This is an optimization exercise on Yosys and OpenROAD, whose aim is small area and a short achievable clock period, not a production implementation.
RTL that was checked went through simulation tests only; none was proved equivalent to the original.
No driver is modelled on the clock port, so clock power and skew are understated where the tree is cut down; a real chip needs a root buffer or a tree.
No activity file was given, so power comes from the tool's default toggle rates.

job 101:
// adc_correct
module adc_correct (
    input  wire        clk,
    input  wire        rst,           
    input  wire        cfg_we,
    input  wire [4:0]  cfg_addr,      
    input  wire [31:0] cfg_wdata,
    input  wire        swap,          
    output wire        active_half,
    input  wire        in_valid,
    input  wire [15:0] in_code,
    output reg         out_valid,
    output reg  [23:0] out_sample,
    output reg         out_sat
);
Size: ~5,100 cells after synthesis, about 1,500 flip-flops.
Settings: LEC_CHECK=0, CAP_MARGIN=20, CORE_MARGIN=2, CORE_UTILIZATION=40, CTS_CLUSTER_DIAMETER=80, CTS_CLUSTER_SIZE=30, SLEW_MARGIN=20; clock period 22.0 ns.
standard.sh (not shown) runs the stock make flow with config.mk's settings and CLKGATE_MAP_FILE= SYNTH_SCRIPT=/design/flow/synth_recipe.tcl, a recipe that flattens the netlist after the stock synthesis.
==> flow/flow/run.sh <==
#!/bin/bash
# The standard layout (standard.sh, unchanged synthesis) with two changes to
# how the layout is optimised; the constraints and clock are the standard flow's own:
#  - repair_timing keeps 16.4 ns of extra setup slack (sizes for a ~6 ns period)
#  - the port buffers are buf_4 cells instead of the resizer's default pick
set -euo pipefail
cd "$(dirname "$0")/.."
bash standard.sh SETUP_SLACK_MARGIN=16.4 "BUFFER_PORTS_ARGS=-buffer_cell sky130_fd_sc_hd__buf_4" finish > standard_flow.log 2>&1
#### Input delta (job 102 over job 101)
diff --git a/flow/design.v b/flow/design.v
--- a/flow/design.v
+++ b/flow/design.v
@@ -69,50 +69,48 @@
     end
     reg [31:0] lin_t0 [0:15];
     reg [31:0] lin_t1 [0:15];
     generate
         for (gi = 0; gi < 16; gi = gi + 1) begin : g_lin
             always @(posedge clk) begin
                 if (wl0[gi]) lin_t0[gi] <= w_data;
                 if (wl1[gi]) lin_t1[gi] <= w_data;
             end
         end
     endgenerate
-    reg        a1_valid;
-    reg [15:0] a1_code;
-    reg        a1_hn;                 
-    always @(posedge clk) begin
-        a1_valid <= ~rst & in_valid;
-        a1_code  <= in_code;
-        a1_hn    <= half_n;
-    end
-    wire [3:0]  q_a1 = {~a1_code[15], a1_code[14:12]};
-    wire [15:0] qd_a1;
+    wire [3:0]  q_in = {~in_code[15], in_code[14:12]};
+    wire [15:0] qd_in;
     generate
         for (gi = 0; gi < 16; gi = gi + 1) begin : g_qdec
-            assign qd_a1[gi] = (q_a1 == gi);
+            assign qd_in[gi] = (q_in == gi);
         end
     endgenerate
+    wire [15:0] lin_idn0 = lin_id0 & ~wl0;
+    wire [15:0] lin_idn1 = lin_id1 & ~wl1;
+    wire        ofs_idn0 = ofs_id0 & ~wo0;
+    wire        ofs_idn1 = ofs_id1 & ~wo1;
+    wire        gain_idn0 = gain_id0 & ~wg0;
+    wire        gain_idn1 = gain_id1 & ~wg1;
     reg        a_valid;
     reg [15:0] a_code;
     reg [15:0] a_lsel0, a_lsel1;      
     reg [1:0]  a_osel, a_gsel;        
     reg        a_gid;                 
     always @(posedge clk) begin
-        a_valid <= ~rst & a1_valid;
-        a_code  <= a1_code;
-        a_lsel0 <= qd_a1 & {16{a1_hn}}  & ~lin_id0;
-        a_lsel1 <= qd_a1 & {16{~a1_hn}} & ~lin_id1;
-        a_osel  <= {~a1_hn & ~ofs_id1, a1_hn & ~ofs_id0};
-        a_gsel  <= {~a1_hn & ~gain_id1, a1_hn & ~gain_id0};
-        a_gid   <= a1_hn ? gain_id0 : gain_id1;
+        a_valid <= ~rst & in_valid;
+        a_code  <= in_code;
+        a_lsel0 <= qd_in & {16{half_n}}  & ~lin_idn0;
+        a_lsel1 <= qd_in & {16{~half_n}} & ~lin_idn1;
+        a_osel  <= {~half_n & ~ofs_idn1, half_n & ~ofs_idn0};
+        a_gsel  <= {~half_n & ~gain_idn1, half_n & ~gain_idn0};
+        a_gid   <= half_n ? gain_idn0 : gain_idn1;
     end
     reg  [31:0] lin;
     integer k;
     always @(*) begin
         lin = 32'd0;
         for (k = 0; k < 16; k = k + 1)
             lin = lin | ({32{a_lsel0[k]}} & lin_t0[k]) | ({32{a_lsel1[k]}} & lin_t1[k]);
     end
     wire [23:0] ofs  = ({24{a_osel[0]}} & ofs_t0)  | ({24{a_osel[1]}} & ofs_t1);
     wire [23:0] gain = ({24{a_gsel[0]}} & gain_t0) | ({24{a_gsel[1]}} & gain_t1)
                      | {1'b0, a_gid, 22'd0};
Findings:
Job 102 completed; timing, DRC and antenna clean. Net switching fraction of the power (higher): job 101. | number of clock buffer instances in the layout | higher: job 102 |. From job 101 to job 102 the numbers moved as follows: final cell count held steady, leakage power grew by 0.30 nW. Number of signal-net buffers in the layout in job 102 vs job 101: up 37.
Function not checked in job 102: the RTL went through the layout flow alone.

---

adc_correct, a different RTL version from the one above (not shown whole).
For scale: roughly 5100 cells after synthesis, ~1400 flip-flops, ~85 I/O pins, roughly 69000 um^2 of cells after synthesis.
==> flow/design.v (excerpt) <==
module adc_correct (
    input  wire        clk,
    input  wire        rst,           
    input  wire        cfg_we,
    input  wire [4:0]  cfg_addr,      
    input  wire [31:0] cfg_wdata,
    input  wire        swap,          
    output wire        active_half,
    input  wire        in_valid,
    input  wire [15:0] in_code,
    output reg         out_valid,
    output reg  [23:0] out_sample,
    output reg         out_sat
);
Settings: LEC_CHECK=0, CAP_MARGIN=20, CORE_MARGIN=2, CORE_UTILIZATION=55, CTS_CLUSTER_DIAMETER=90, CTS_CLUSTER_SIZE=26, SLEW_MARGIN=20; clock period 22.0 ns.
==> flow/flow/run.sh <==
#!/bin/bash
# The standard layout (standard.sh, unchanged synthesis), with changes to
# how the layout is optimised; the constraints and clock are the standard flow's own:
#  - repair_timing keeps 16.6 ns of extra setup slack (sizes for a ~5.4 ns period)
#  - the port buffers are buf_2 cells instead of the resizer's default pick
#  - after CTS, flow/post_cts.tcl replaces TritonCTS's three-level clock tree
#    with a balanced two-level one (4 roots on the clock port, 26-register
#    leaf clusters) and repairs timing again
set -euo pipefail
cd "$(dirname "$0")/.."
bash standard.sh SETUP_SLACK_MARGIN=16.6 \
  "BUFFER_PORTS_ARGS=-buffer_cell sky130_fd_sc_hd__buf_2" \
  "POST_CTS_TCL=$PWD/flow/post_cts.tcl" \
  finish > standard_flow.log 2>&1
Other scripts of this flow, unchanged in this note and not shown: flow/flow/build_tree.tcl, flow/flow/post_cts.tcl
Edit:
--- a/flow/design.v
+++ b/flow/design.v
@@ -1776,28 +1776,29 @@
     assign t2_A[46] = t2_c846;
     assign t2_B[46] = t2_s847;
     assign t2_A[47] = t2_c848;
     assign t2_B[47] = t2_s849;
     assign t2_A[48] = t2_c850;
     assign t2_B[48] = t2_s851;
     assign t2_A[49] = t2_c852;
     assign t2_B[49] = t2_s853;
     wire [22:0] low2 = t2_A[21:0] + t2_B[21:0];
     reg        d_valid;
-    reg [27:0] d_zh;                  
-    reg        d_c;                   
+    reg [27:0] d_ha, d_hb;
+    reg        d_c;
     reg        d_rail;
     always @(posedge clk) begin
         d_valid <= ~rst & c_valid;
-        d_zh    <= t2_A[49:22] + t2_B[49:22];
+        d_ha    <= t2_A[49:22];
+        d_hb    <= t2_B[49:22];
         d_c     <= low2[22];
         d_rail  <= c_rail;
     end
-    wire [27:0] z  = d_zh + {27'd0, d_c};
+    wire [27:0] z  = d_ha + d_hb + {27'd0, d_c};
     wire        hi = ~z[27] & (|z[26:23]);
     wire        lo =  z[27] & ~(&z[26:23]);
     always @(posedge clk) begin
         out_valid  <= ~rst & d_valid;
         out_sample <= hi ? 24'h7F_FFFF : lo ? 24'h80_0000 : z[23:0];
         out_sat    <= hi | lo | d_rail;
     end
 endmodule
Critical path depth is lower by 18.
Cell area is lower by 3.0%.
Hold slack is about the same.
Register-to-register slack is better by 370 ps.
Core utilization is lower by 1.9 points.
No functional check of the RTL was part of the first run of this note. No run of this note takes its clock network from TritonCTS; it comes from the design's own scripts or RTL.

==> separate check: timing with driven ports <==
Ports are ideal in the flow. The routed layouts listed here were re-timed in OpenROAD.
Step 1: set_driving_cell puts a clkbuf_16 on clk and a buf_2 on each other input, an assumption about the parent block.
Step 2 moves the port delays by t, midway between the first and last clock arrival at a register: inputs arrive t later, outputs are due t later. That takes back most of the time a late clock gives input paths.
Slacks: no drivers / after step 1 / after step 2; pairs: no drivers / after step 1.
run	shift t [ns]	setup slack, ns	worst register clock-pin slew, ns	worst slew at a driven data input, ns	pins driven straight from the clock port
job 101	0.797	16.399 / 16.305 / 16.667	0.12 / 0.12	0.09	1
job 102	0.790	16.426 / 16.333 / 16.530	0.12 / 0.12	0.10	1
the first run of note 2	0.665	16.379 / 16.379 / 16.216	0.12 / 0.12	0.11	4
the second run of note 2	0.651	16.646 / 16.493 / 16.439	0.11 / 0.11	0.07	4
After both steps every run listed still meets setup and hold. For the second run of note 2, which loses most, drivers alone change the setup slack by -0.153 ns; drivers and shift together by -0.207 ns.
